Source: an optimization exercise on an open RTL-to-GDS flow (aim: small area, a short achievable clock period and few clock cycles per item). Production flows keep margins and buffers that such runs may drop.
In this exercise RTL edits were held to simulation tests only and were not proved equivalent to the original.
Power is estimated from default activity; no workload was simulated.

==> v26 <==
Design olx_fpu32, start of the top module:
module olx_fpu32 (
    input  wire        clk,
    input  wire        rst,
    input  wire        in_valid,
    output wire        in_ready,
    input  wire [3:0]  in_op,
    input  wire [31:0] in_a,
    input  wire [31:0] in_b,
    input  wire [31:0] in_c,
    output reg         out_valid,
    output reg  [31:0] out_result
);
    localparam [3:0] OP_FADD = 4'h0, OP_FSUB = 4'h1, OP_FMUL = 4'h2,
                     OP_FMIN = 4'h5, OP_FMAX = 4'h6, OP_FMADD = 4'h7,
                     OP_FEQ = 4'h8, OP_FLT = 4'h9, OP_FLE = 4'hA,
                     OP_FNEG = 4'hB, OP_FABS = 4'hC;
    localparam [31:0] QNAN = 32'h7FC0_0000;
    assign in_ready = 1'b1;
    reg        v0;
    reg [3:0]  op0;
    reg [31:0] a0, b0, c0;
    reg        za0, zb0, zc0;    
    always @(posedge clk) begin
        v0  <= in_valid & ~rst;
        op0 <= in_op;
        a0  <= in_a;
  ...
Settings: LEC_CHECK=0, CAP_MARGIN=20, CORE_MARGIN=2, CORE_UTILIZATION=65, PLACE_DENSITY=0.75, SLEW_MARGIN=20, SYNTH_HIERARCHICAL=1; clock period 32.0 ns.
standard.sh (not shown) runs the stock make flow with config.mk's settings and CLKGATE_MAP_FILE= SYNTH_SCRIPT=/design/flow/synth_recipe.tcl, a recipe that flattens the netlist after the stock synthesis.
==> flow/flow/run.sh <==
#!/bin/bash
# Standard layout (the standard.sh, all steps), with the port buffers that
# ORFS inserts during placement made of buf_2 cells instead of the default.
set -e
export BUFFER_PORTS_ARGS="-buffer_cell sky130_fd_sc_hd__buf_2"
bash standard.sh > standard_flow.log 2>&1
==> v1: changes against v26 <==
--- a/flow/design.v
+++ b/flow/design.v
@@ -79,13 +79,12 @@
     always @* begin
         for (j = 0; j < 24; j = j + 1)
             cmask[j] = (sh >= 53 + j);
     end
     wire        c_st = |(mc & cmask);
     wire [76:0] c_al = {cw[100:25], c_st};
-    wire [77:0] crow_n = {1'b1, c_al ^ {77{~eff_sub}}};
     wire [77:0] t_r0, t_r1;
     wire [23:0] u_csa_ma = ma;
     wire [23:0] u_csa_mb = mb;
     wire [77:0] u_csa_r0;
     wire [77:0] u_csa_r1;
     wire u_csa_pp0_0 = ~(u_csa_ma[0] & u_csa_mb[0]);
@@ -2130,32 +2129,34 @@
             default: oth = {1'b0, a0[30:0]};
         endcase
     end
     wire        spec_sel1 = ~op_fma | fspec_sel;
     wire [31:0] spec_val1 = op_fma ? fspec : oth;
     reg        v1;
-    reg [77:0] r0_1, r1_1, crow1;    
+    reg [77:0] r0_1, r1_1;           
+    reg [76:0] cal1;                 
     reg        sp1, sub1;
     reg [8:0]  es1;
     reg        ssel1;
     reg [31:0] sval1;
     always @(posedge clk) begin
         v1    <= v0 & ~rst;
         r0_1  <= t_r0;
         r1_1  <= t_r1;
-        crow1 <= crow_n;
+        cal1  <= c_al;
         sp1   <= sp;
         sub1  <= eff_sub;
         es1   <= es;
         ssel1 <= spec_sel1;
         sval1 <= spec_val1;
     end
     wire [77:0] t_s, t_k;
+    wire [77:0] crow_n = {1'b1, cal1 ^ {77{~sub1}}};
     wire [77:0] u_c32_r0 = r0_1;
     wire [77:0] u_c32_r1 = r1_1;
-    wire [77:0] u_c32_crow = crow1;
+    wire [77:0] u_c32_crow = crow_n;
     wire [77:0] u_c32_s;
     wire [77:0] u_c32_k;
     wire u_c32_s100001, u_c32_c100002;
     fpu32_fa u_c32_us100001 (.a(u_c32_r0[4]), .b(u_c32_r1[4]), .c(u_c32_crow[4]), .s(u_c32_s100001), .co(u_c32_c100002));
     wire u_c32_s100003, u_c32_c100004;
     fpu32_fa u_c32_us100003 (.a(u_c32_r0[5]), .b(u_c32_r1[5]), .c(u_c32_crow[5]), .s(u_c32_s100003), .co(u_c32_c100004));
CORE_UTILIZATION = 70   (was 65)
PLACE_DENSITY = 0.8   (was 0.75)
==> v25: changes against v26 <==
--- a/flow/design.v
+++ b/flow/design.v
@@ -79,13 +79,12 @@
     always @* begin
         for (j = 0; j < 24; j = j + 1)
             cmask[j] = (sh >= 53 + j);
     end
     wire        c_st = |(mc & cmask);
     wire [76:0] c_al = {cw[100:25], c_st};
-    wire [77:0] crow_n = {1'b1, c_al ^ {77{~eff_sub}}};
     wire [77:0] t_r0, t_r1;
     wire [23:0] u_csa_ma = ma;
     wire [23:0] u_csa_mb = mb;
     wire [77:0] u_csa_r0;
     wire [77:0] u_csa_r1;
     wire u_csa_pp0_0 = ~(u_csa_ma[0] & u_csa_mb[0]);
@@ -2130,32 +2129,34 @@
             default: oth = {1'b0, a0[30:0]};
         endcase
     end
     wire        spec_sel1 = ~op_fma | fspec_sel;
     wire [31:0] spec_val1 = op_fma ? fspec : oth;
     reg        v1;
-    reg [77:0] r0_1, r1_1, crow1;    
+    reg [77:0] r0_1, r1_1;           
+    reg [76:0] cal1;                 
     reg        sp1, sub1;
     reg [8:0]  es1;
     reg        ssel1;
     reg [31:0] sval1;
     always @(posedge clk) begin
         v1    <= v0 & ~rst;
         r0_1  <= t_r0;
         r1_1  <= t_r1;
-        crow1 <= crow_n;
+        cal1  <= c_al;
         sp1   <= sp;
         sub1  <= eff_sub;
         es1   <= es;
         ssel1 <= spec_sel1;
         sval1 <= spec_val1;
     end
     wire [77:0] t_s, t_k;
+    wire [77:0] crow_n = {1'b1, cal1 ^ {77{~sub1}}};
     wire [77:0] u_c32_r0 = r0_1;
     wire [77:0] u_c32_r1 = r1_1;
-    wire [77:0] u_c32_crow = crow1;
+    wire [77:0] u_c32_crow = crow_n;
     wire [77:0] u_c32_s;
     wire [77:0] u_c32_k;
     wire u_c32_s100001, u_c32_c100002;
     fpu32_fa u_c32_us100001 (.a(u_c32_r0[4]), .b(u_c32_r1[4]), .c(u_c32_crow[4]), .s(u_c32_s100001), .co(u_c32_c100002));
     wire u_c32_s100003, u_c32_c100004;
     fpu32_fa u_c32_us100003 (.a(u_c32_r0[5]), .b(u_c32_r1[5]), .c(u_c32_crow[5]), .s(u_c32_s100003), .co(u_c32_c100004));
==> comparison table <==
	v1	v26	v25
Clock-pin slew of the registers on the worst-case setup and hold paths	0.06 ns	0.06 ns	0.07 ns
Area used by multi-input combinational logic	0.0326 mm²	0.0319 mm²	0.0326 mm²
Met2 Wirelength	71200 µm	67600 µm	73900 µm
Mux cell area share after synthesis	3.77%	4.02%	3.77%
Share of total power in sequential cells	17.4%	18.3%	17.4%
Crit path setup slack, layout	22.25 ns	24.28 ns	23.16 ns
Placement-stage worst setup slack	22.87 ns	24.21 ns	23.51 ns
Count of fill cells added during filler insertion	4331	5242	5228
Final instance area	0.0476 mm²	0.0470 mm²	0.0478 mm²
Register-to-Register Setup Slack	22.25 ns	24.28 ns	23.16 ns
Leakage	18.9 nW	19.0 nW	19.1 nW
Distinct cell type count of the synthesized netlist	114	96	114
Non-clock buffer area fraction after layout	2.62%	2.62%	2.77%
Simple logic cell fraction of the synthesized area	17.4%	17.9%	17.4%
Final cell count without fillers	5872	5894	5924
Floorplan die area	0.0662 mm²	0.0699 mm²	0.0712 mm²
Run status	complete, no violations	complete, no violations	complete, no violations
Proportion of power drawn by the clock network	9.6%	10.9%	10.0%
Reported sequential group power	1.10 mW	1.11 mW	1.12 mW
Initial DRC count	7705	6314	6487
Sequential portion of the cell area	20.2%	20.4%	20.1%
Worst skew pair latency	0.65 ns	0.66 ns	0.66 ns
Synthesized-area fraction occupied by adder cells	30.1%	30.7%	30.1%
First-pass GRT wire length	259000 µm	244000 µm	256000 µm
Endpoint arrival time on the critical path	10.29 ns	8.16 ns	9.41 ns
Critical path peak fanout	70	40	138
Synthesized net count	5918	5910	5918
Testbench counts of v26, summed over its fixed seeds: cycles 80,016, items 80,000.
Testbench counts of v1, summed over its fixed seeds: cycles 80,016, items 80,000.
Testbench counts of v25, summed over its fixed seeds: cycles 80,016, items 80,000.

## port drivers added, routing unchanged
No port has a modelled driver above. Below, the same layouts with a new extraction and two added sets of constraints.
Step 1: set_driving_cell puts a clkbuf_16 on clk and a buf_2 on each other input, an assumption about the parent block.
Step 2 also shifts input and output timing later by t, the mid clock arrival at the registers, as if the neighbouring blocks saw the same clock.
Slacks: ideal ports / drivers / drivers and shift; pairs: ideal ports / drivers.
run | t, ns | slack for setup (ns) | hold slack, ns | slew at the worst register clock pin (ns) | cell pins on the clock port's net
v26 | 0.704 | 24.283 / 24.283 / 24.283 | 0.325 / 0.325 / 0.325 | 0.08 / 0.08 | 1
v1 | 0.708 | 22.250 / 22.250 / 22.250 | 0.324 / 0.324 / 0.324 | 0.07 / 0.07 | 1
v25 | 0.705 | 23.164 / 23.164 / 23.164 | 0.327 / 0.327 / 0.327 | 0.07 / 0.07 | 1
After both steps setup and hold are still met in every run listed.
